This is an optimization exercise on Yosys and OpenROAD, whose aim is small area, not a production implementation.
In this exercise RTL edits were held to simulation tests only and were not proved equivalent to the original.
Power and IR drop assume default switching activity.

<file path="design.v">
module servo_lane (
    input  wire [31:0] slot,
    input  wire [39:0] acc,        
    input  wire        cf,         
    input  wire [15:0] d_da,       
    input  wire [15:0] d_xb,       
    input  wire [15:0] c_ca,       
    input  wire [15:0] c_xb,       
    input  wire [4:0]  flags,      
    input  wire        first,      
    input  wire        go,         
    input  wire        kill,       
    output wire        acc_en,     
    output wire [39:0] acc_nxt,
    output wire        cf_en,      
    output wire        cf_nxt,
    output wire        st_en,      
    output wire [15:0] q15,        
    output wire        out_en,     
    output wire        evt_en,     
    output wire        pl_en,      
    output wire        aovf,
    output wire        qsat,
    output wire        is_end
);
    wire [3:0] op = slot[31:28];
    wire [3:0] m  = slot[27:24];
    wire o_mac  = op == 4'h1;
    wire o_msu  = op == 4'h2;
    wire o_mpy  = op == 4'h3;
    wire o_mdd  = op == 4'h4;
    wire o_lds  = op == 4'h5;
    wire o_ldc  = op == 4'h6;
    wire o_ads  = op == 4'h7;
    wire o_sts  = op == 4'h8;
    wire o_sat  = op == 4'h9;
    wire o_clmp = op == 4'hA;
    wire o_sel  = op == 4'hB;
    wire o_cmp  = op == 4'hC;
    wire o_out  = op == 4'hD;
    wire o_evt  = op == 4'hE;
    wire o_end  = op == 4'hF;
    reg cond_raw;
    always @(*) begin
        case (m[2:0])
            3'd0: cond_raw = flags[0];      
            3'd1: cond_raw = flags[1];      
            3'd2: cond_raw = flags[2];      
            3'd3: cond_raw = cf;            
            3'd4: cond_raw = flags[4];      
            3'd5: cond_raw = first;         
            3'd6: cond_raw = flags[3];      
            default: cond_raw = 1'b1;       
        endcase
    end
    wire cond = cond_raw ^ m[3];
    wire live   = go && !kill;
    wire mulop  = o_mac | o_msu | o_mpy | o_mdd;
    wire cmp_ab = o_cmp & m[0] & acc[39];         
    wire a_k    = o_ldc | (o_sel & !cond) | o_cmp | o_clmp;
    wire b_c    = live & (o_mac | o_msu | o_mpy | o_ldc | o_cmp | o_clmp);
    wire b_dx   = live & (o_mdd | (o_sel & !cond));
    wire b_k    = live & (o_lds | o_ads | (o_sel & cond));
    wire negate = live & (o_msu | o_lds | o_ldc | o_ads | o_sel | cmp_ab);
    wire use_x  = live & (o_mac | o_msu | o_mdd | o_ads | o_cmp | o_clmp);
    wire [1:0] sh = mulop ? m[1:0] : 2'd0;
    wire [15:0] b = ({16{b_c}} & c_ca) | ({16{b_dx}} & d_xb) | {b_k, 15'd0};
    reg [18:0] a_sh;
    always @(*) begin
        case (sh)
            2'd0: a_sh = {{3{d_da[15]}}, d_da};
            2'd1: a_sh = {{2{d_da[15]}}, d_da, 1'b0};
            2'd2: a_sh = {d_da[15], d_da, 2'b0};
            default: a_sh = {d_da, 3'b0};
        endcase
    end
    wire [18:0] ap = a_k ? 19'h78000 : a_sh;
    wire [20:0] ape = {ap[18], ap, 1'b0};         
    wire [16:0] be = {b, 1'b0};
    wire [7:0] one, two, ng;
    genvar k;
    generate
        for (k = 0; k < 8; k = k + 1) begin : g_booth
            wire b2 = be[2*k+2], b1 = be[2*k+1], b0 = be[2*k];
            assign one[k] = b1 ^ b0;
            assign two[k] = (b2 & !b1 & !b0) | (!b2 & b1 & b0);
            assign ng[k]  = b2 ^ negate;
        end
    endgenerate
    wire [19:0] pp0, pp1, pp2, pp3, pp4, pp5, pp6, pp7;
    assign pp0 = (({20{one[0]}} & ape[20:1]) | ({20{two[0]}} & ape[19:0])) ^ {20{ng[0]}};
    assign pp1 = (({20{one[1]}} & ape[20:1]) | ({20{two[1]}} & ape[19:0])) ^ {20{ng[1]}};
    assign pp2 = (({20{one[2]}} & ape[20:1]) | ({20{two[2]}} & ape[19:0])) ^ {20{ng[2]}};
    assign pp3 = (({20{one[3]}} & ape[20:1]) | ({20{two[3]}} & ape[19:0])) ^ {20{ng[3]}};
    assign pp4 = (({20{one[4]}} & ape[20:1]) | ({20{two[4]}} & ape[19:0])) ^ {20{ng[4]}};
    assign pp5 = (({20{one[5]}} & ape[20:1]) | ({20{two[5]}} & ape[19:0])) ^ {20{ng[5]}};
    assign pp6 = (({20{one[6]}} & ape[20:1]) | ({20{two[6]}} & ape[19:0])) ^ {20{ng[6]}};
    assign pp7 = (({20{one[7]}} & ape[20:1]) | ({20{two[7]}} & ape[19:0])) ^ {20{ng[7]}};
    wire [40:0] xv = use_x ? {acc[39], acc} : 41'd0;
    wire [40:0] sum;
    wire s1 = xv[14] ^ pp0[14];
    wire c2 = xv[14] & pp0[14];
    wire s3 = xv[15] ^ pp0[15];
    wire c4 = xv[15] & pp0[15];
    wire s5 = xv[16] ^ pp0[16];
    wire c6 = xv[16] & pp0[16];
    wire s7 = xv[17] ^ pp0[17];
    wire c8 = xv[17] & pp0[17];
    wire s9 = xv[18] ^ pp0[18];
    wire c10 = xv[18] & pp0[18];
    wire s11 = xv[19] ^ ~pp0[19] ^ pp1[17];
    wire c12 = (xv[19] & ~pp0[19]) | (pp1[17] & (xv[19] ^ ~pp0[19]));
    wire s13 = xv[20] ^ pp1[18];
    wire c14 = xv[20] & pp1[18];
    wire s15 = xv[8] ^ pp0[8];
    wire c16 = xv[8] & pp0[8];
    wire s17 = xv[9] ^ pp0[9];
    wire c18 = xv[9] & pp0[9];
    wire s19 = xv[10] ^ pp0[10] ^ pp1[8];
    wire c20 = (xv[10] & pp0[10]) | (pp1[8] & (xv[10] ^ pp0[10]));
    wire s21 = pp2[6] ^ pp3[4];
    wire c22 = pp2[6] & pp3[4];
    wire s23 = xv[11] ^ pp0[11] ^ pp1[9];
    wire c24 = (xv[11] & pp0[11]) | (pp1[9] & (xv[11] ^ pp0[11]));
    wire s25 = pp2[7] ^ pp3[5];
    wire c26 = pp2[7] & pp3[5];
    wire s27 = xv[12] ^ pp0[12] ^ pp1[10];
    wire c28 = (xv[12] & pp0[12]) | (pp1[10] & (xv[12] ^ pp0[12]));
    wire s29 = pp2[8] ^ pp3[6] ^ pp4[4];
    wire c30 = (pp2[8] & pp3[6]) | (pp4[4] & (pp2[8] ^ pp3[6]));
    wire s31 = pp5[2] ^ pp6[0];
    wire c32 = pp5[2] & pp6[0];
    wire s33 = xv[13] ^ pp0[13] ^ pp1[11];
    wire c34 = (xv[13] & pp0[13]) | (pp1[11] & (xv[13] ^ pp0[13]));
    wire s35 = pp2[9] ^ pp3[7] ^ pp4[5];
    wire c36 = (pp2[9] & pp3[7]) | (pp4[5] & (pp2[9] ^ pp3[7]));
    wire s37 = pp5[3] ^ pp6[1];
    wire c38 = pp5[3] & pp6[1];
    wire s39 = s1 ^ pp1[12] ^ pp2[10];
    wire c40 = (s1 & pp1[12]) | (pp2[10] & (s1 ^ pp1[12]));
    wire s41 = pp3[8] ^ pp4[6] ^ pp5[4];
    wire c42 = (pp3[8] & pp4[6]) | (pp5[4] & (pp3[8] ^ pp4[6]));
    wire s43 = pp6[2] ^ pp7[0] ^ ng[7];
    wire c44 = (pp6[2] & pp7[0]) | (ng[7] & (pp6[2] ^ pp7[0]));
    wire s45 = s3 ^ pp1[13] ^ pp2[11];
    wire c46 = (s3 & pp1[13]) | (pp2[11] & (s3 ^ pp1[13]));
    wire s47 = pp3[9] ^ pp4[7] ^ pp5[5];
    wire c48 = (pp3[9] & pp4[7]) | (pp5[5] & (pp3[9] ^ pp4[7]));
    wire s49 = pp6[3] ^ pp7[1] ^ c2;
    wire c50 = (pp6[3] & pp7[1]) | (c2 & (pp6[3] ^ pp7[1]));
    wire s51 = s5 ^ pp1[14] ^ pp2[12];
    wire c52 = (s5 & pp1[14]) | (pp2[12] & (s5 ^ pp1[14]));
    wire s53 = pp3[10] ^ pp4[8] ^ pp5[6];
    wire c54 = (pp3[10] & pp4[8]) | (pp5[6] & (pp3[10] ^ pp4[8]));
    wire s55 = pp6[4] ^ pp7[2] ^ c4;
    wire c56 = (pp6[4] & pp7[2]) | (c4 & (pp6[4] ^ pp7[2]));
    wire s57 = s7 ^ pp1[15] ^ pp2[13];
    wire c58 = (s7 & pp1[15]) | (pp2[13] & (s7 ^ pp1[15]));
    wire s59 = pp3[11] ^ pp4[9] ^ pp5[7];
    wire c60 = (pp3[11] & pp4[9]) | (pp5[7] & (pp3[11] ^ pp4[9]));
    wire s61 = pp6[5] ^ pp7[3] ^ c6;
    wire c62 = (pp6[5] & pp7[3]) | (c6 & (pp6[5] ^ pp7[3]));
    wire s63 = s9 ^ pp1[16] ^ pp2[14];
    wire c64 = (s9 & pp1[16]) | (pp2[14] & (s9 ^ pp1[16]));
    wire s65 = pp3[12] ^ pp4[10] ^ pp5[8];
    wire c66 = (pp3[12] & pp4[10]) | (pp5[8] & (pp3[12] ^ pp4[10]));
    wire s67 = pp6[6] ^ pp7[4] ^ c8;
    wire c68 = (pp6[6] & pp7[4]) | (c8 & (pp6[6] ^ pp7[4]));
    wire s69 = s11 ^ pp2[15] ^ pp3[13];
    wire c70 = (s11 & pp2[15]) | (pp3[13] & (s11 ^ pp2[15]));
    wire s71 = pp4[11] ^ pp5[9] ^ pp6[7];
    wire c72 = (pp4[11] & pp5[9]) | (pp6[7] & (pp4[11] ^ pp5[9]));
    wire s73 = pp7[5] ^ 1'b1 ^ c10;
    wire c74 = (pp7[5] & 1'b1) | (c10 & (pp7[5] ^ 1'b1));
    wire s75 = s13 ^ pp2[16] ^ pp3[14];
    wire c76 = (s13 & pp2[16]) | (pp3[14] & (s13 ^ pp2[16]));
    wire s77 = pp4[12] ^ pp5[10] ^ pp6[8];
    wire c78 = (pp4[12] & pp5[10]) | (pp6[8] & (pp4[12] ^ pp5[10]));
    wire s79 = pp7[6] ^ 1'b1 ^ c12;
    wire c80 = (pp7[6] & 1'b1) | (c12 & (pp7[6] ^ 1'b1));
    wire s81 = xv[21] ^ ~pp1[19] ^ pp2[17];
    wire c82 = (xv[21] & ~pp1[19]) | (pp2[17] & (xv[21] ^ ~pp1[19]));
    wire s83 = pp3[15] ^ pp4[13] ^ pp5[11];
    wire c84 = (pp3[15] & pp4[13]) | (pp5[11] & (pp3[15] ^ pp4[13]));
    wire s85 = pp6[9] ^ pp7[7] ^ c14;
    wire c86 = (pp6[9] & pp7[7]) | (c14 & (pp6[9] ^ pp7[7]));
    wire s87 = xv[22] ^ pp2[18] ^ pp3[16];
    wire c88 = (xv[22] & pp2[18]) | (pp3[16] & (xv[22] ^ pp2[18]));
    wire s89 = pp4[14] ^ pp5[12] ^ pp6[10];
    wire c90 = (pp4[14] & pp5[12]) | (pp6[10] & (pp4[14] ^ pp5[12]));
    wire s91 = pp7[8] ^ 1'b1;
    wire c92 = pp7[8] & 1'b1;
    wire s93 = xv[23] ^ ~pp2[19] ^ pp3[17];
    wire c94 = (xv[23] & ~pp2[19]) | (pp3[17] & (xv[23] ^ ~pp2[19]));
    wire s95 = pp4[15] ^ pp5[13] ^ pp6[11];
    wire c96 = (pp4[15] & pp5[13]) | (pp6[11] & (pp4[15] ^ pp5[13]));
    wire s97 = xv[24] ^ pp3[18] ^ pp4[16];
    wire c98 = (xv[24] & pp3[18]) | (pp4[16] & (xv[24] ^ pp3[18]));
    wire s99 = pp5[14] ^ pp6[12];
    wire c100 = pp5[14] & pp6[12];
    wire s101 = xv[25] ^ ~pp3[19] ^ pp4[17];
    wire c102 = (xv[25] & ~pp3[19]) | (pp4[17] & (xv[25] ^ ~pp3[19]));
    wire s103 = xv[26] ^ pp4[18];
    wire c104 = xv[26] & pp4[18];
    wire s105 = xv[4] ^ pp0[4];
    wire c106 = xv[4] & pp0[4];
    wire s107 = xv[5] ^ pp0[5];
    wire c108 = xv[5] & pp0[5];
    wire s109 = xv[6] ^ pp0[6] ^ pp1[4];
    wire c110 = (xv[6] & pp0[6]) | (pp1[4] & (xv[6] ^ pp0[6]));
    wire s111 = pp2[2] ^ pp3[0];
    wire c112 = pp2[2] & pp3[0];
    wire s113 = xv[7] ^ pp0[7] ^ pp1[5];
    wire c114 = (xv[7] & pp0[7]) | (pp1[5] & (xv[7] ^ pp0[7]));
    wire s115 = pp2[3] ^ pp3[1];
    wire c116 = pp2[3] & pp3[1];
    wire s117 = s15 ^ pp1[6] ^ pp2[4];
    wire c118 = (s15 & pp1[6]) | (pp2[4] & (s15 ^ pp1[6]));
    wire s119 = pp3[2] ^ pp4[0] ^ ng[4];
    wire c120 = (pp3[2] & pp4[0]) | (ng[4] & (pp3[2] ^ pp4[0]));
    wire s121 = s17 ^ pp1[7] ^ pp2[5];
    wire c122 = (s17 & pp1[7]) | (pp2[5] & (s17 ^ pp1[7]));
    wire s123 = pp3[3] ^ pp4[1] ^ c16;
    wire c124 = (pp3[3] & pp4[1]) | (c16 & (pp3[3] ^ pp4[1]));
    wire s125 = s19 ^ s21 ^ pp4[2];
    wire c126 = (s19 & s21) | (pp4[2] & (s19 ^ s21));
    wire s127 = pp5[0] ^ ng[5] ^ c18;
    wire c128 = (pp5[0] & ng[5]) | (c18 & (pp5[0] ^ ng[5]));
    wire s129 = s23 ^ s25 ^ pp4[3];
    wire c130 = (s23 & s25) | (pp4[3] & (s23 ^ s25));
    wire s131 = pp5[1] ^ c20 ^ c22;
    wire c132 = (pp5[1] & c20) | (c22 & (pp5[1] ^ c20));
    wire s133 = s27 ^ s29 ^ s31;
    wire c134 = (s27 & s29) | (s31 & (s27 ^ s29));
    wire s135 = ng[6] ^ c24 ^ c26;
    wire c136 = (ng[6] & c24) | (c26 & (ng[6] ^ c24));
    wire s137 = s33 ^ s35 ^ s37;
    wire c138 = (s33 & s35) | (s37 & (s33 ^ s35));
    wire s139 = c28 ^ c30 ^ c32;
    wire c140 = (c28 & c30) | (c32 & (c28 ^ c30));
    wire s141 = s39 ^ s41 ^ s43;
    wire c142 = (s39 & s41) | (s43 & (s39 ^ s41));
    wire s143 = c34 ^ c36 ^ c38;
    wire c144 = (c34 & c36) | (c38 & (c34 ^ c36));
    wire s145 = s45 ^ s47 ^ s49;
    wire c146 = (s45 & s47) | (s49 & (s45 ^ s47));
    wire s147 = c40 ^ c42 ^ c44;
    wire c148 = (c40 & c42) | (c44 & (c40 ^ c42));
    wire s149 = s51 ^ s53 ^ s55;
    wire c150 = (s51 & s53) | (s55 & (s51 ^ s53));
    wire s151 = c46 ^ c48 ^ c50;
    wire c152 = (c46 & c48) | (c50 & (c46 ^ c48));
    wire s153 = s57 ^ s59 ^ s61;
    wire c154 = (s57 & s59) | (s61 & (s57 ^ s59));
    wire s155 = c52 ^ c54 ^ c56;
    wire c156 = (c52 & c54) | (c56 & (c52 ^ c54));
    wire s157 = s63 ^ s65 ^ s67;
    wire c158 = (s63 & s65) | (s67 & (s63 ^ s65));
    wire s159 = c58 ^ c60 ^ c62;
    wire c160 = (c58 & c60) | (c62 & (c58 ^ c60));
    wire s161 = s69 ^ s71 ^ s73;
    wire c162 = (s69 & s71) | (s73 & (s69 ^ s71));
    wire s163 = c64 ^ c66 ^ c68;
    wire c164 = (c64 & c66) | (c68 & (c64 ^ c66));
    wire s165 = s75 ^ s77 ^ s79;
    wire c166 = (s75 & s77) | (s79 & (s75 ^ s77));
    wire s167 = c70 ^ c72 ^ c74;
    wire c168 = (c70 & c72) | (c74 & (c70 ^ c72));
    wire s169 = s81 ^ s83 ^ s85;
    wire c170 = (s81 & s83) | (s85 & (s81 ^ s83));
    wire s171 = c76 ^ c78 ^ c80;
    wire c172 = (c76 & c78) | (c80 & (c76 ^ c78));
    wire s173 = s87 ^ s89 ^ s91;
    wire c174 = (s87 & s89) | (s91 & (s87 ^ s89));
    wire s175 = c82 ^ c84 ^ c86;
    wire c176 = (c82 & c84) | (c86 & (c82 ^ c84));
    wire s177 = s93 ^ s95 ^ pp7[9];
    wire c178 = (s93 & s95) | (pp7[9] & (s93 ^ s95));
    wire s179 = c88 ^ c90 ^ c92;
    wire c180 = (c88 & c90) | (c92 & (c88 ^ c90));
    wire s181 = s97 ^ s99 ^ pp7[10];
    wire c182 = (s97 & s99) | (pp7[10] & (s97 ^ s99));
    wire s183 = 1'b1 ^ c94 ^ c96;
    wire c184 = (1'b1 & c94) | (c96 & (1'b1 ^ c94));
    wire s185 = s101 ^ pp5[15] ^ pp6[13];
    wire c186 = (s101 & pp5[15]) | (pp6[13] & (s101 ^ pp5[15]));
    wire s187 = pp7[11] ^ c98 ^ c100;
    wire c188 = (pp7[11] & c98) | (c100 & (pp7[11] ^ c98));
    wire s189 = s103 ^ pp5[16] ^ pp6[14];
    wire c190 = (s103 & pp5[16]) | (pp6[14] & (s103 ^ pp5[16]));
    wire s191 = pp7[12] ^ 1'b1 ^ c102;
    wire c192 = (pp7[12] & 1'b1) | (c102 & (pp7[12] ^ 1'b1));
    wire s193 = xv[27] ^ ~pp4[19] ^ pp5[17];
    wire c194 = (xv[27] & ~pp4[19]) | (pp5[17] & (xv[27] ^ ~pp4[19]));
    wire s195 = pp6[15] ^ pp7[13] ^ c104;
    wire c196 = (pp6[15] & pp7[13]) | (c104 & (pp6[15] ^ pp7[13]));
    wire s197 = xv[28] ^ pp5[18] ^ pp6[16];
    wire c198 = (xv[28] & pp5[18]) | (pp6[16] & (xv[28] ^ pp5[18]));
    wire s199 = pp7[14] ^ 1'b1;
    wire c200 = pp7[14] & 1'b1;
    wire s201 = xv[29] ^ ~pp5[19] ^ pp6[17];
    wire c202 = (xv[29] & ~pp5[19]) | (pp6[17] & (xv[29] ^ ~pp5[19]));
    wire s203 = xv[30] ^ pp6[18];
    wire c204 = xv[30] & pp6[18];
    wire s205 = xv[2] ^ pp0[2];
    wire c206 = xv[2] & pp0[2];
    wire s207 = xv[3] ^ pp0[3];
    wire c208 = xv[3] & pp0[3];
    wire s209 = s105 ^ pp1[2] ^ pp2[0];
    wire c210 = (s105 & pp1[2]) | (pp2[0] & (s105 ^ pp1[2]));
    wire s211 = s107 ^ pp1[3] ^ pp2[1];
    wire c212 = (s107 & pp1[3]) | (pp2[1] & (s107 ^ pp1[3]));
    wire s213 = s109 ^ s111 ^ ng[3];
    wire c214 = (s109 & s111) | (ng[3] & (s109 ^ s111));
    wire s215 = s113 ^ s115 ^ c110;
    wire c216 = (s113 & s115) | (c110 & (s113 ^ s115));
    wire s217 = s117 ^ s119 ^ c114;
    wire c218 = (s117 & s119) | (c114 & (s117 ^ s119));
    wire s219 = s121 ^ s123 ^ c118;
    wire c220 = (s121 & s123) | (c118 & (s121 ^ s123));
    wire s221 = s125 ^ s127 ^ c122;
    wire c222 = (s125 & s127) | (c122 & (s125 ^ s127));
    wire s223 = s129 ^ s131 ^ c126;
    wire c224 = (s129 & s131) | (c126 & (s129 ^ s131));
    wire s225 = s133 ^ s135 ^ c130;
    wire c226 = (s133 & s135) | (c130 & (s133 ^ s135));
    wire s227 = s137 ^ s139 ^ c134;
    wire c228 = (s137 & s139) | (c134 & (s137 ^ s139));
    wire s229 = s141 ^ s143 ^ c138;
    wire c230 = (s141 & s143) | (c138 & (s141 ^ s143));
    wire s231 = s145 ^ s147 ^ c142;
    wire c232 = (s145 & s147) | (c142 & (s145 ^ s147));
    wire s233 = s149 ^ s151 ^ c146;
    wire c234 = (s149 & s151) | (c146 & (s149 ^ s151));
    wire s235 = s153 ^ s155 ^ c150;
    wire c236 = (s153 & s155) | (c150 & (s153 ^ s155));
    wire s237 = s157 ^ s159 ^ c154;
    wire c238 = (s157 & s159) | (c154 & (s157 ^ s159));
    wire s239 = s161 ^ s163 ^ c158;
    wire c240 = (s161 & s163) | (c158 & (s161 ^ s163));
    wire s241 = s165 ^ s167 ^ c162;
    wire c242 = (s165 & s167) | (c162 & (s165 ^ s167));
    wire s243 = s169 ^ s171 ^ c166;
    wire c244 = (s169 & s171) | (c166 & (s169 ^ s171));
    wire s245 = s173 ^ s175 ^ c170;
    wire c246 = (s173 & s175) | (c170 & (s173 ^ s175));
    wire s247 = s177 ^ s179 ^ c174;
    wire c248 = (s177 & s179) | (c174 & (s177 ^ s179));
    wire s249 = s181 ^ s183 ^ c178;
    wire c250 = (s181 & s183) | (c178 & (s181 ^ s183));
    wire s251 = s185 ^ s187 ^ c182;
    wire c252 = (s185 & s187) | (c182 & (s185 ^ s187));
    wire s253 = s189 ^ s191 ^ c186;
    wire c254 = (s189 & s191) | (c186 & (s189 ^ s191));
    wire s255 = s193 ^ s195 ^ c190;
    wire c256 = (s193 & s195) | (c190 & (s193 ^ s195));
    wire s257 = s197 ^ s199 ^ c194;
    wire c258 = (s197 & s199) | (c194 & (s197 ^ s199));
    wire s259 = s201 ^ pp7[15] ^ c198;
    wire c260 = (s201 & pp7[15]) | (c198 & (s201 ^ pp7[15]));
    wire s261 = s203 ^ pp7[16] ^ 1'b1;
    wire c262 = (s203 & pp7[16]) | (1'b1 & (s203 ^ pp7[16]));
    wire s263 = xv[31] ^ ~pp6[19] ^ pp7[17];
    wire c264 = (xv[31] & ~pp6[19]) | (pp7[17] & (xv[31] ^ ~pp6[19]));
    wire s265 = xv[32] ^ pp7[18];
    wire c266 = xv[32] & pp7[18];
    wire s267 = xv[0] ^ pp0[0];
    wire c268 = xv[0] & pp0[0];
    wire s269 = xv[1] ^ pp0[1];
    wire c270 = xv[1] & pp0[1];
    wire s271 = s205 ^ pp1[0] ^ ng[1];
    wire c272 = (s205 & pp1[0]) | (ng[1] & (s205 ^ pp1[0]));
    wire s273 = s207 ^ pp1[1] ^ c206;
    wire c274 = (s207 & pp1[1]) | (c206 & (s207 ^ pp1[1]));
    wire s275 = s209 ^ ng[2] ^ c208;
    wire c276 = (s209 & ng[2]) | (c208 & (s209 ^ ng[2]));
    wire s277 = s211 ^ c106 ^ c210;
    wire c278 = (s211 & c106) | (c210 & (s211 ^ c106));
    wire s279 = s213 ^ c108 ^ c212;
    wire c280 = (s213 & c108) | (c212 & (s213 ^ c108));
    wire s281 = s215 ^ c112 ^ c214;
    wire c282 = (s215 & c112) | (c214 & (s215 ^ c112));
    wire s283 = s217 ^ c116 ^ c216;
    wire c284 = (s217 & c116) | (c216 & (s217 ^ c116));
    wire s285 = s219 ^ c120 ^ c218;
    wire c286 = (s219 & c120) | (c218 & (s219 ^ c120));
    wire s287 = s221 ^ c124 ^ c220;
    wire c288 = (s221 & c124) | (c220 & (s221 ^ c124));
    wire s289 = s223 ^ c128 ^ c222;
    wire c290 = (s223 & c128) | (c222 & (s223 ^ c128));
    wire s291 = s225 ^ c132 ^ c224;
    wire c292 = (s225 & c132) | (c224 & (s225 ^ c132));
    wire s293 = s227 ^ c136 ^ c226;
    wire c294 = (s227 & c136) | (c226 & (s227 ^ c136));
    wire s295 = s229 ^ c140 ^ c228;
    wire c296 = (s229 & c140) | (c228 & (s229 ^ c140));
    wire s297 = s231 ^ c144 ^ c230;
    wire c298 = (s231 & c144) | (c230 & (s231 ^ c144));
    wire s299 = s233 ^ c148 ^ c232;
    wire c300 = (s233 & c148) | (c232 & (s233 ^ c148));
    wire s301 = s235 ^ c152 ^ c234;
    wire c302 = (s235 & c152) | (c234 & (s235 ^ c152));
    wire s303 = s237 ^ c156 ^ c236;
    wire c304 = (s237 & c156) | (c236 & (s237 ^ c156));
    wire s305 = s239 ^ c160 ^ c238;
    wire c306 = (s239 & c160) | (c238 & (s239 ^ c160));
    wire s307 = s241 ^ c164 ^ c240;
    wire c308 = (s241 & c164) | (c240 & (s241 ^ c164));
    wire s309 = s243 ^ c168 ^ c242;
    wire c310 = (s243 & c168) | (c242 & (s243 ^ c168));
    wire s311 = s245 ^ c172 ^ c244;
    wire c312 = (s245 & c172) | (c244 & (s245 ^ c172));
    wire s313 = s247 ^ c176 ^ c246;
    wire c314 = (s247 & c176) | (c246 & (s247 ^ c176));
    wire s315 = s249 ^ c180 ^ c248;
    wire c316 = (s249 & c180) | (c248 & (s249 ^ c180));
    wire s317 = s251 ^ c184 ^ c250;
    wire c318 = (s251 & c184) | (c250 & (s251 ^ c184));
    wire s319 = s253 ^ c188 ^ c252;
    wire c320 = (s253 & c188) | (c252 & (s253 ^ c188));
    wire s321 = s255 ^ c192 ^ c254;
    wire c322 = (s255 & c192) | (c254 & (s255 ^ c192));
    wire s323 = s257 ^ c196 ^ c256;
    wire c324 = (s257 & c196) | (c256 & (s257 ^ c196));
    wire s325 = s259 ^ c200 ^ c258;
    wire c326 = (s259 & c200) | (c258 & (s259 ^ c200));
    wire s327 = s261 ^ c202 ^ c260;
    wire c328 = (s261 & c202) | (c260 & (s261 ^ c202));
    wire s329 = s263 ^ c204 ^ c262;
    wire c330 = (s263 & c204) | (c262 & (s263 ^ c204));
    wire s331 = s265 ^ 1'b1 ^ c264;
    wire c332 = (s265 & 1'b1) | (c264 & (s265 ^ 1'b1));
    wire s333 = xv[33] ^ ~pp7[19] ^ c266;
    wire c334 = (xv[33] & ~pp7[19]) | (c266 & (xv[33] ^ ~pp7[19]));
    wire s335 = xv[34] ^ 1'b1;
    wire c336 = xv[34] & 1'b1;
    wire s337 = xv[35] ^ 1'b1;
    wire c338 = xv[35] & 1'b1;
    wire s339 = xv[36] ^ 1'b1;
    wire c340 = xv[36] & 1'b1;
    wire s341 = xv[37] ^ 1'b1;
    wire c342 = xv[37] & 1'b1;
    wire s343 = xv[38] ^ 1'b1;
    wire c344 = xv[38] & 1'b1;
    wire s345 = xv[39] ^ 1'b1;
    wire c346 = xv[39] & 1'b1;
    wire s347 = xv[40] ^ 1'b1;
    wire c348 = xv[40] & 1'b1;
    wire s349 = s267 ^ ng[0];
    wire c350 = s267 & ng[0];
    wire s351 = s269 ^ c268 ^ c350;
    wire c352 = (s269 & c268) | (c350 & (s269 ^ c268));
    wire s353 = s271 ^ c270 ^ c352;
    wire c354 = (s271 & c270) | (c352 & (s271 ^ c270));
    wire s355 = s273 ^ c272 ^ c354;
    wire c356 = (s273 & c272) | (c354 & (s273 ^ c272));
    wire s357 = s275 ^ c274 ^ c356;
    wire c358 = (s275 & c274) | (c356 & (s275 ^ c274));
    wire s359 = s277 ^ c276 ^ c358;
    wire c360 = (s277 & c276) | (c358 & (s277 ^ c276));
    wire s361 = s279 ^ c278 ^ c360;
    wire c362 = (s279 & c278) | (c360 & (s279 ^ c278));
    wire s363 = s281 ^ c280 ^ c362;
    wire c364 = (s281 & c280) | (c362 & (s281 ^ c280));
    wire s365 = s283 ^ c282 ^ c364;
    wire c366 = (s283 & c282) | (c364 & (s283 ^ c282));
    wire s367 = s285 ^ c284 ^ c366;
    wire c368 = (s285 & c284) | (c366 & (s285 ^ c284));
    wire s369 = s287 ^ c286 ^ c368;
    wire c370 = (s287 & c286) | (c368 & (s287 ^ c286));
    wire s371 = s289 ^ c288 ^ c370;
    wire c372 = (s289 & c288) | (c370 & (s289 ^ c288));
    wire s373 = s291 ^ c290 ^ c372;
    wire c374 = (s291 & c290) | (c372 & (s291 ^ c290));
    wire s375 = s293 ^ c292 ^ c374;
    wire c376 = (s293 & c292) | (c374 & (s293 ^ c292));
    wire s377 = s295 ^ c294 ^ c376;
    wire c378 = (s295 & c294) | (c376 & (s295 ^ c294));
    wire s379 = s297 ^ c296 ^ c378;
    wire c380 = (s297 & c296) | (c378 & (s297 ^ c296));
    wire s381 = s299 ^ c298 ^ c380;
    wire c382 = (s299 & c298) | (c380 & (s299 ^ c298));
    wire s383 = s301 ^ c300 ^ c382;
    wire c384 = (s301 & c300) | (c382 & (s301 ^ c300));
    wire s385 = s303 ^ c302 ^ c384;
    wire c386 = (s303 & c302) | (c384 & (s303 ^ c302));
    wire s387 = s305 ^ c304 ^ c386;
    wire c388 = (s305 & c304) | (c386 & (s305 ^ c304));
    wire s389 = s307 ^ c306 ^ c388;
    wire c390 = (s307 & c306) | (c388 & (s307 ^ c306));
    wire s391 = s309 ^ c308 ^ c390;
    wire c392 = (s309 & c308) | (c390 & (s309 ^ c308));
    wire s393 = s311 ^ c310 ^ c392;
    wire c394 = (s311 & c310) | (c392 & (s311 ^ c310));
    wire s395 = s313 ^ c312 ^ c394;
    wire c396 = (s313 & c312) | (c394 & (s313 ^ c312));
    wire s397 = s315 ^ c314 ^ c396;
    wire c398 = (s315 & c314) | (c396 & (s315 ^ c314));
    wire s399 = s317 ^ c316 ^ c398;
    wire c400 = (s317 & c316) | (c398 & (s317 ^ c316));
    wire s401 = s319 ^ c318 ^ c400;
    wire c402 = (s319 & c318) | (c400 & (s319 ^ c318));
    wire s403 = s321 ^ c320 ^ c402;
    wire c404 = (s321 & c320) | (c402 & (s321 ^ c320));
    wire s405 = s323 ^ c322 ^ c404;
    wire c406 = (s323 & c322) | (c404 & (s323 ^ c322));
    wire s407 = s325 ^ c324 ^ c406;
    wire c408 = (s325 & c324) | (c406 & (s325 ^ c324));
    wire s409 = s327 ^ c326 ^ c408;
    wire c410 = (s327 & c326) | (c408 & (s327 ^ c326));
    wire s411 = s329 ^ c328 ^ c410;
    wire c412 = (s329 & c328) | (c410 & (s329 ^ c328));
    wire s413 = s331 ^ c330 ^ c412;
    wire c414 = (s331 & c330) | (c412 & (s331 ^ c330));
    wire s415 = s333 ^ c332 ^ c414;
    wire c416 = (s333 & c332) | (c414 & (s333 ^ c332));
    wire s417 = s335 ^ c334 ^ c416;
    wire c418 = (s335 & c334) | (c416 & (s335 ^ c334));
    wire s419 = s337 ^ c336 ^ c418;
    wire c420 = (s337 & c336) | (c418 & (s337 ^ c336));
    wire s421 = s339 ^ c338 ^ c420;
    wire c422 = (s339 & c338) | (c420 & (s339 ^ c338));
    wire s423 = s341 ^ c340 ^ c422;
    wire c424 = (s341 & c340) | (c422 & (s341 ^ c340));
    wire s425 = s343 ^ c342 ^ c424;
    wire c426 = (s343 & c342) | (c424 & (s343 ^ c342));
    wire s427 = s345 ^ c344 ^ c426;
    wire c428 = (s345 & c344) | (c426 & (s345 ^ c344));
    wire s429 = s347 ^ c346 ^ c428;
    wire c430 = (s347 & c346) | (c428 & (s347 ^ c346));
    assign sum = {s429, s427, s425, s423, s421, s419, s417, s415, s413, s411, s409, s407, s405, s403, s401, s399, s397, s395, s393, s391, s389, s387, s385, s383, s381, s379, s377, s375, s373, s371, s369, s367, s365, s363, s361, s359, s357, s355, s353, s351, s349};
    wire ovf = sum[40] ^ sum[39];
    wire [39:0] sum_sat = ovf ? {sum[40], {39{!sum[40]}}} : sum[39:0];
    wire sum_neg = sum[40];
    wire sum_pos = !sum[40] && (sum != 41'd0);
    wire sat_lo = acc[39] & ~&acc[38:30];
    wire sat_hi = !acc[39] & (|acc[38:30] | (&acc[29:15] & |acc[14:0]));
    wire [24:0] ah = acc[39:15];
    wire [25:0] gc;
    assign gc[0] = |acc[14:0];
    genvar i;
    generate
        for (i = 0; i < 25; i = i + 1) begin : g_gt
            wire x = ah[i];
            wire y = ~c_xb[(i < 16) ? i : 15];
            assign gc[i+1] = (x & y) | (gc[i] & (x ^ y));
        end
    endgenerate
    wire gt_hi = !(ah[24] ^ ~c_xb[15] ^ gc[25]);
    wire [16:0] lc;
    assign lc[0] = 1'b0;
    generate
        for (i = 0; i < 16; i = i + 1) begin : g_lh
            wire x = c_ca[i];
            wire y = ~c_xb[i];
            assign lc[i+1] = (x & y) | (lc[i] & (x ^ y));
        end
    endgenerate
    wire lo_gt_hi = !(c_ca[15] ^ ~c_xb[15] ^ lc[16]);
    wire clmp_hi = lo_gt_hi | gt_hi;
    wire w_sel = live & (o_sat | o_clmp);
    wire [15:0] w = o_sat ? (sat_lo ? 16'h8000 : 16'h7FFF) : (clmp_hi ? c_xb : c_ca);
    assign acc_nxt = w_sel ? {{9{w[15]}}, w, 15'd0} : sum_sat;
    assign acc_en  = kill | (live & (mulop | o_lds | o_ldc | o_ads | o_sel |
                                     (o_sat & (sat_lo | sat_hi)) |
                                     (o_clmp & (clmp_hi | sum_neg))));
    assign cf_nxt = cmp_ab ? sum_neg : sum_pos;
    assign cf_en  = kill | (live & o_cmp);
    wire [25:0] qv;
    wire [25:0] qc;
    wire [25:0] qa = {acc[39], acc[39:15]};
    assign qc[0] = m[2] & acc[14];
    generate
        for (i = 0; i < 26; i = i + 1) begin : g_q
            assign qv[i] = qa[i] ^ qc[i];
            if (i < 25) begin : g_c
                assign qc[i+1] = qa[i] & qc[i];
            end
        end
    endgenerate
    wire q_hi = !qv[25] & |qv[24:15];
    wire q_lo = qv[25] & ~&qv[24:15];
    assign q15 = q_hi ? 16'h7FFF : q_lo ? 16'h8000 : qv[15:0];
    assign st_en  = o_sts & !(m[3] & flags[1]);
    assign out_en = o_out;
    assign evt_en = o_evt & cond;
    assign pl_en  = o_cmp & (m[3:2] != 2'd0);
    assign aovf   = (o_mac | o_msu | o_mdd | o_ads) & ovf;
    assign qsat   = (st_en | o_out) & (q_hi | q_lo);
    assign is_end = o_end;
endmodule
module servo_engine (
    input  wire        clk,
    input  wire        rst,          
    input  wire        start,        
    input  wire        slow,         
    input  wire [3:0]  out_dl,       
    input  wire [2:0]  head,         
    output reg  [6:0]  pc,           
    output reg         busy,         
    input  wire [63:0] bundle,       
    input  wire [4:0]  flags,        
    input  wire        first,        
    output wire [31:0] d_raddr,
    input  wire [63:0] d_rdata,
    output wire [1:0]  d_we,         
    output wire [15:0] d_waddr,
    output wire [31:0] d_wdata,
    output wire [31:0] c_raddr,
    input  wire [63:0] c_rdata,
    input  wire        stat_clr,     
    output reg         aovf,
    output reg         qsat,
    output reg         late,
    output reg         slow_trunc,
    output reg  [15:0] fwevt,        
    output reg  [2:0]  loop_evt,     
    output reg  [2:0]  pl_valid,     
    output reg  [2:0]  pl_fail,      
    output reg  [15:0] dac_focus,
    output reg  [15:0] dac_track,
    output reg  [15:0] dac_tilt,
    output reg  [15:0] sled_cmd,
    output reg  [15:0] spindle_cmd,
    output reg  [15:0] elevator_cmd,
    output reg  [15:0] picker_cmd,
    output reg  [15:0] ffpub_focus,
    output reg  [15:0] ffpub_track,
    output reg  [15:0] trace0,
    output reg  [15:0] trace1,
    output reg  [10:0] out_upd
);
    wire [31:0] slot_a = bundle[31:0];
    wire [31:0] slot_b = bundle[63:32];
    assign d_raddr = {slot_b[7:0], slot_b[23:16], slot_a[7:0], slot_a[23:16]};
    assign c_raddr = {slot_b[7:0], slot_b[15:8],  slot_a[7:0], slot_a[15:8]};
    reg  [39:0] acc_a, acc_b;
    reg         cf_a, cf_b;
    reg         run_a, run_b;        
    reg         slow_q;
    wire ex_a = busy && run_a;
    wire ex_b = busy && run_b;
    wire kill = rst || start;
    wire [39:0] acc_a_nxt, acc_b_nxt;
    wire        acc_a_en, acc_b_en, cf_a_en, cf_b_en;
    wire        cf_a_nxt, cf_b_nxt;
    wire        st_a, st_b, out_a, out_b, evt_a, evt_b, pl_a, pl_b;
    wire        aovf_a, aovf_b, qsat_a, qsat_b, end_a, end_b;
    wire [15:0] q_a, q_b;
    servo_lane lane_a (
        .slot(slot_a), .acc(acc_a), .cf(cf_a),
        .d_da(d_rdata[15:0]),  .d_xb(d_rdata[31:16]),
        .c_ca(c_rdata[15:0]),  .c_xb(c_rdata[31:16]),
        .flags(flags), .first(first), .go(ex_a), .kill(kill),
        .acc_en(acc_a_en), .acc_nxt(acc_a_nxt), .cf_en(cf_a_en), .cf_nxt(cf_a_nxt),
        .st_en(st_a), .q15(q_a), .out_en(out_a),
        .evt_en(evt_a), .pl_en(pl_a), .aovf(aovf_a), .qsat(qsat_a), .is_end(end_a)
    );
    servo_lane lane_b (
        .slot(slot_b), .acc(acc_b), .cf(cf_b),
        .d_da(d_rdata[47:32]), .d_xb(d_rdata[63:48]),
        .c_ca(c_rdata[47:32]), .c_xb(c_rdata[63:48]),
        .flags(flags), .first(first), .go(ex_b), .kill(kill),
        .acc_en(acc_b_en), .acc_nxt(acc_b_nxt), .cf_en(cf_b_en), .cf_nxt(cf_b_nxt),
        .st_en(st_b), .q15(q_b), .out_en(out_b),
        .evt_en(evt_b), .pl_en(pl_b), .aovf(aovf_b), .qsat(qsat_b), .is_end(end_b)
    );
    wire last_bundle = (pc == 7'd127) || (slow_q && pc == 7'd47);
    wire run_a_nxt   = run_a && !(ex_a && end_a);
    wire run_b_nxt   = run_b && !(ex_b && end_b);
    always @(posedge clk) begin
        if (acc_a_en) acc_a <= acc_a_nxt;
        if (acc_b_en) acc_b <= acc_b_nxt;
        if (cf_a_en)  cf_a  <= cf_a_nxt;
        if (cf_b_en)  cf_b  <= cf_b_nxt;
    end
    always @(posedge clk) begin
        if (rst) begin
            busy   <= 1'b0;
            pc     <= 7'd0;
            run_a  <= 1'b0;
            run_b  <= 1'b0;
            slow_q <= 1'b0;
        end else if (start) begin
            busy   <= 1'b1;
            pc     <= 7'd0;
            run_a  <= 1'b1;
            run_b  <= 1'b1;
            slow_q <= slow;
        end else if (busy) begin
            run_a <= run_a_nxt;
            run_b <= run_b_nxt;
            if (last_bundle || (!run_a_nxt && !run_b_nxt)) begin
                busy <= 1'b0;
                pc   <= 7'd0;
            end else begin
                pc   <= pc + 7'd1;
            end
        end
    end
    assign d_we[0] = !kill && ex_a && st_a && (slot_a[23:20] != 4'hF);
    assign d_we[1] = !kill && ex_b && st_b && (slot_b[23:20] != 4'hF);
    assign d_waddr = {slot_b[23:16], slot_a[23:16]};
    assign d_wdata = {q_b, q_a};
    wire do_out_a = !start && ex_a && out_a;
    wire do_out_b = !start && ex_b && out_b;
    wire [3:0] port_a = slot_a[3:0];
    wire [3:0] port_b = slot_b[3:0];
    function port_ok(input [3:0] p, input [2:0] h);
        case (p)
            4'd4:    port_ok = (h == 3'd0);
            4'd5:    port_ok = (h == 3'd1);
            4'd6:    port_ok = (h == 3'd2);
            default: port_ok = (p <= 4'd10);
        endcase
    endfunction
    wire wr_port_a = do_out_a && port_ok(port_a, head);
    wire wr_port_b = do_out_b && port_ok(port_b, head);
    reg [10:0] upd, upd_b;
    integer p;
    always @(*) begin
        for (p = 0; p < 11; p = p + 1) begin
            upd_b[p] = wr_port_b && port_b == p[3:0];
            upd[p]   = upd_b[p] || (wr_port_a && port_a == p[3:0]);
        end
    end
    always @(posedge clk) begin
        if (rst) begin
            dac_focus    <= 16'd0;
            dac_track    <= 16'd0;
            dac_tilt     <= 16'd0;
            sled_cmd     <= 16'd0;
            spindle_cmd  <= 16'd0;
            elevator_cmd <= 16'd0;
            picker_cmd   <= 16'd0;
            ffpub_focus  <= 16'd0;
            ffpub_track  <= 16'd0;
            trace0       <= 16'd0;
            trace1       <= 16'd0;
            out_upd      <= 11'd0;
        end else begin
            out_upd <= upd;
            if (upd[0])  dac_focus    <= upd_b[0]  ? q_b : q_a;
            if (upd[1])  dac_track    <= upd_b[1]  ? q_b : q_a;
            if (upd[2])  dac_tilt     <= upd_b[2]  ? q_b : q_a;
            if (upd[3])  sled_cmd     <= upd_b[3]  ? q_b : q_a;
            if (upd[4])  spindle_cmd  <= upd_b[4]  ? q_b : q_a;
            if (upd[5])  elevator_cmd <= upd_b[5]  ? q_b : q_a;
            if (upd[6])  picker_cmd   <= upd_b[6]  ? q_b : q_a;
            if (upd[7])  ffpub_focus  <= upd_b[7]  ? q_b : q_a;
            if (upd[8])  ffpub_track  <= upd_b[8]  ? q_b : q_a;
            if (upd[9])  trace0       <= upd_b[9]  ? q_b : q_a;
            if (upd[10]) trace1       <= upd_b[10] ? q_b : q_a;
        end
    end
    wire do_evt_a = !start && ex_a && evt_a;
    wire do_evt_b = !start && ex_b && evt_b;
    wire do_pl_a  = !start && ex_a && pl_a;
    wire do_pl_b  = !start && ex_b && pl_b;
    wire [1:0] pl_loop_a = slot_a[27:26];
    wire [1:0] pl_loop_b = slot_b[27:26];
    wire late_a = do_out_a && !slow_q && (port_a <= 4'd2) && (pc > {3'd0, out_dl});
    wire late_b = do_out_b && !slow_q && (port_b <= 4'd2) && (pc > {3'd0, out_dl});
    wire trunc = !start && busy && slow_q && (pc == 7'd47) && (run_a_nxt || run_b_nxt);
    reg [15:0] fw_set;
    reg [2:0]  loop_set, pl_v_set, pl_f_set;
    integer k;
    always @(*) begin
        fw_set   = 16'd0;
        loop_set = 3'd0;
        pl_v_set = 3'd0;
        pl_f_set = 3'd0;
        for (k = 0; k < 16; k = k + 1) begin
            if ((do_evt_a && slot_a[4:0] == k[4:0] + 5'd16) ||
                (do_evt_b && slot_b[4:0] == k[4:0] + 5'd16))
                fw_set[k] = 1'b1;
        end
        for (k = 0; k < 3; k = k + 1) begin
            if ((do_evt_a && slot_a[4:0] == k[4:0]) ||
                (do_evt_b && slot_b[4:0] == k[4:0]))
                loop_set[k] = 1'b1;
        end
        for (k = 0; k < 3; k = k + 1) begin
            if (do_pl_b && pl_loop_b == k[1:0] + 2'd1) begin
                pl_v_set[k] = 1'b1;
                pl_f_set[k] = cf_b_nxt;
            end else if (do_pl_a && pl_loop_a == k[1:0] + 2'd1) begin
                pl_v_set[k] = 1'b1;
                pl_f_set[k] = cf_a_nxt;
            end
        end
    end
    always @(posedge clk) begin
        if (rst) begin
            aovf       <= 1'b0;
            qsat       <= 1'b0;
            late       <= 1'b0;
            slow_trunc <= 1'b0;
            fwevt      <= 16'd0;
            loop_evt   <= 3'd0;
            pl_valid   <= 3'd0;
            pl_fail    <= 3'd0;
        end else begin
            loop_evt <= loop_set;
            pl_valid <= pl_v_set;
            pl_fail  <= pl_f_set;
            if (stat_clr) begin
                aovf       <= 1'b0;
                qsat       <= 1'b0;
                late       <= 1'b0;
                slow_trunc <= 1'b0;
                fwevt      <= 16'd0;
            end else begin
                if (!start && ((ex_a && aovf_a) || (ex_b && aovf_b))) aovf <= 1'b1;
                if (!start && ((ex_a && qsat_a) || (ex_b && qsat_b))) qsat <= 1'b1;
                if (late_a || late_b) late <= 1'b1;
                if (trunc) slow_trunc <= 1'b1;
                fwevt <= fwevt | fw_set;
            end
        end
    end
endmodule
</file>
<file path="constraint.sdc">
create_clock -name core_clock -period 15.0 [get_ports {clk}]
set_input_delay 3.0000 -clock core_clock [delete_from_list [all_inputs] [get_ports {clk}]]
set_output_delay 3.0000 -clock core_clock [all_outputs]
set_load 0.01 [all_outputs]
</file>
<file path="run.sh">
#!/bin/bash
# synth_recipe.tcl (not shown) runs the flow's synth.tcl, then flattens the netlist and writes it again
# the make line also repeats each setting of config.mk as NAME=value (left out here)
make -C /OpenROAD-flow-scripts/flow DESIGN_CONFIG=/design/flow/config.mk WORK_HOME=/design/flow/orfs CLKGATE_MAP_FILE= SYNTH_SCRIPT=/design/flow/synth_recipe.tcl finish
</file>
<file path="config.mk">
export PLATFORM = sky130hd
export DESIGN_NAME = servo_engine
export DESIGN_NICKNAME = servo_engine
export VERILOG_FILES = /design/flow/design.v
export SDC_FILE = /design/flow/constraint.sdc
export NUM_CORES = 4
export LEC_CHECK = 0
export CAP_MARGIN = 20
export CORE_MARGIN = 2
export CORE_UTILIZATION = 40
export SLEW_MARGIN = 20
</file>
==> reports/qor.csv <==
stage;metric;value;unit
status;status;failed layout checks;
status;failed_layout_checks;setup timing;
yosys;synth_area;0.03715;mm^2
cts;insertion_delay;600;ps
worst_setup_path;path_common_cell;fa_2;
floorplan;coreArea;0.09180;mm^2
placement;port_buffers;473;
detailed_routing;routed.top_layer;met5;
floorplan;start_util;40.47;%
worst_setup_path;crit_fanout;8;
worst_setup_path;critPathArrivalTime;19980;ps
cts;h-tree-depth;2;
timing;fin_skew;32.89;ps
timing;relSlewSlack;26.02;%
cts;cts_tree;yes;
yosys;yosys-top-cells-area;fa_1 18%, dfxtp_1 12%, ha_1 6.6%, edfxtp_1 6.6%, xnor2_1 5.7%;
detailed_routing;drt-wirelength-per-cell;24.64;um
yosys;ys_ff_latch;309;
worst_setup_path;critPathRequiredTime;15420;ps
worst_setup_path;crit_path_end_kind;flip-flop;
timing;min_period;19560;ps
timing;setup_ws;-4557;ps
worst_setup_path;critPathSlowestCell;mux4_2;
hold_path;hold_start;fwevt[6];
cts;cts_buffer_depth;3;
power_and_ir_drop;p_per_area;109.7;mW/mm^2
yosys;synth-main-ff-cell;dfxtp_1;
cts;cts_sinks;309;
detailed_routing;vias;37580;
final_layout;layout_commonest_cell;buf_4;
hold_path;min_path_type;flip-flop to flip-flop;
detailed_routing;met3WireLength;15.80;mm
worst_setup_path;crit_path_start_kind;primary input;
final_layout;area_growth;32.67;%
timing;min_period_over_period;130.4;%
timing;hold_viol_final;0;
power_and_ir_drop;vdd.ir_drop.worst;0.09272;mV
yosys;yosysSeqAreaShare;18.86;%
detailed_routing;wl_met1;63.04;mm
detailed_routing;via_per_inst;5.859;
yosys;syn_inst;4408;
global_routing;grt_max_degree;200;
yosys;yosys.area.top_type_share;18.32;%
worst_setup_path;max_stage_delay;540;ps
worst_setup_path;path_class;primary input to flip-flop;
timing;worst_pin_slew;1110;ps
worst_setup_path;r2r_cells;64;
detailed_routing;drc;0;
detailed_routing;drt-pass1-iter-count;6;
detailed_routing;dr_wl_met2;70.16;mm
floorplan;pin_count;548;
yosys;yosysWarningCount;2;
cts;clk_pin_slew;70;ps
final_layout;nFillCells;8500;
worst_setup_path;r2r-end;acc_b[38];
detailed_routing;drt_iter0_drc;4002;
yosys;async_flop_share;0;%
final_layout;drive_gt1_share;21.84;%
placement;dpl.hpwl;123.4;mm
power_and_ir_drop;p_leak;20.51;nW
placement;gp_congestion;0.9842;
cts;root_buffer;clkbuf_16;
yosys;synthesis.nets;5155;
final_layout;layout.nets;5889;
worst_setup_path;rr_startpoint;cf_b;
placement;dp_slack;-5539;ps
placement;dp.cells;6277;
final_layout;mostFrequentLayoutCells;611 x buf_4, 508 x nor2_1, 453 x clkdlybuf4s50_1;
cts;cts_buffers;38;
yosys;yosysTopAreaCell;fa_1;
cts;ctsHoldBuffers;0;
global_routing;grt_pass1_vias;35790;
hold_path;hold_depth;2;
timing;clock.fmax;51.13;MHz
detailed_routing;wirelength;158.0;mm
floorplan;die_w;308.8;um
detailed_routing;postRouteAntennaNets;0;
floorplan;placementRows;111;
global_routing;gr-usage-all-layers;32.30;%
timing;slew_viol_final;0;
run;cap_violations;0;
yosys;avgSynthCellArea;8.429;um^2
yosys;synth_cell_types;107;
floorplan;die_h;308.8;um
hold_path;hold_path_end;fwevt[6];
global_routing;grt.overflow.total;0;
final_layout;fin_cells;6414;
floorplan;dieArea;0.09534;mm^2
yosys;synth_edf_count;82;
timing;setup_viol;166;
worst_setup_path;reg2reg_slack;-2260;ps
global_routing;grt_pass1_wl;232.1;mm
timing;rsz0062_at_grt;yes;
global_routing;antenna_found_initial;8;
logic make-up (layout without fill, tap and decap cells):
family | Yosys count | count (layout) | synth area share, %
buf+inv | 747 | 1509 | 8.955
compound gates | 1181 | 1181 | 21.24
fa+ha+maj | 561 | 561 | 25.60
flops | 309 | 309 | 18.86
mux | 46 | 46 | 1.489
simple gates | 1194 | 1194 | 14.99
other cells | 0 | 1 | 0
xor+xnor | 370 | 370 | 8.867
synthesized netlist by cell type (all sizes together) (39+ instances only):
| library cell | number |
|---|---|
| nor2 | 522 |
| fa | 340 |
| a21oi | 301 |
| inv | 297 |
| clkbuf | 265 |
| xnor2 | 244 |
| o22ai | 235 |
| dfxtp | 227 |
| nand2 | 210 |
| a211oi | 200 |
| ha | 197 |
| buf | 184 |
| o21ai | 125 |
| xor2 | 124 |
| nand3 | 92 |
| edfxtp | 82 |
| a22oi | 76 |
| and2 | 75 |
| nand4 | 57 |
| nor3 | 46 |
| o211ai | 45 |
| nor4 | 41 |
| mux2i | 39 |
routing by layer:
layer | global-route usage, % | vias to the layer above
met3 | 6.844 | 398
met2 | 50.23 | 1978
li1 | - | 16850
met5 | 0 | -
met4 | 15.08 | 10
met1 | 42.90 | 18340
worst max path at each step:
stage                           from         end  slack, ps
after floorplan           bundle[57]    acc_b[0]      -4980
after global placement    bundle[57]   acc_b[32]      -5350
after detailed placement  bundle[57]   acc_b[18]      -5540
after CTS                 bundle[57]   acc_b[28]      -4480
after global routing           first  pl_fail[2]      -4980
final                     bundle[57]   acc_b[38]      -4560
through the flow:
| step | utilization, % | area [um^2] | hold slack [ps] | TNS [ps] | power (mW) |
|---|---|---|---|---|---|
| floorplan | - | 37900 | 462.9 | -730910 | 2.886 |
| global placement | 50.71 | 46550 | 452.6 | -842550 | 4.070 |
| detailed placement | 50.79 | 46620 | 463.2 | -862540 | 4.110 |
| CTS | 53.21 | 48850 | 476.8 | -683040 | 5.232 |
| global route | 53.69 | 49290 | 506.7 | -756320 | 5.672 |
| finish | 53.69 | 49290 | 478.4 | -692380 | 5.409 |
registers in the layout (all words and copies together), names as in the netlist, 7 cells and up:
name,cells
acc_a,40
dac_focus,16
ffpub_focus,16
spindle_cmd,16
picker_cmd,16
elevator_cmd,16
ffpub_track,16
dac_tilt,16
fwevt,16
sled_cmd,16
pc,7
out_upd,11
trace1,16
dac_track,16
trace0,16
acc_b,40
where the power goes:
| group | total (mW) | internal, mW | leakage, nW | switching [mW] |
|---|---|---|---|---|
| combinational | 3.23 | 1.38 | 17.2 | 1.85 |
| sequential | 1.22 | 1.05 | 2.68 | 0.173 |
| clock | 0.956 | 0.535 | 0.618 | 0.421 |
| total | 5.41 | 2.97 | 20.5 | 2.44 |
critical path: cells and delay by family:
kind	cells	cell delay, ps
AND/OR/NAND/NOR	3	340
multiplexers	3	880
buffers and inverters	13	1160
adder cells (fa/ha/maj)	40	13220
XOR/XNOR	1	230
AO/OA/AOI/OAI	6	1130
area by class of cell:
class                      instances  area, um^2  area share, %
multi-input combinational       3352       28060          56.93
timing repair buffer            1143       10280          20.86
sequential                       309        7007          14.22
tap                             1243        1555          3.155
clock buffer                      59        1146          2.325
inverter                         298        1120          2.272
clock inverter                     9       113.9         0.2310
antenna                            1       2.502       0.005077
what timing repair did:
action	4_1_cts	5_1_grt
cloned	6	2
setup buffers	48	17
pin swaps	79	37
setup endpoints to repair	166	166
resized for setup	198	48

==> re-timing with driven ports <==
The flow's constraints put no driver on any port. The routed layout listed below was extracted and timed again, unchanged, in two steps. Step 1: set_driving_cell puts a clkbuf_16 on clk and a buf_2 on each other input, an assumption about the parent block. Step 2 moves the port delays by t, midway between the first and last clock arrival at a register: inputs arrive t later, outputs are due t later. That takes back most of the time a late clock gives input paths. Slacks: no drivers / after step 1 / after step 2; pairs: no drivers / after step 1.
shift t [ns]: 0.648
setup slack, ns: -4.557 / -4.537 / -5.185
hold WS [ns]: 0.478 / 0.478 / 0.478
worst setup path after step 2: input to register
latest minus earliest clock arrival (ns): 0.036 / 0.036
The setup slack of this run moves by +0.020 ns with the drivers and by -0.628 ns with both steps.
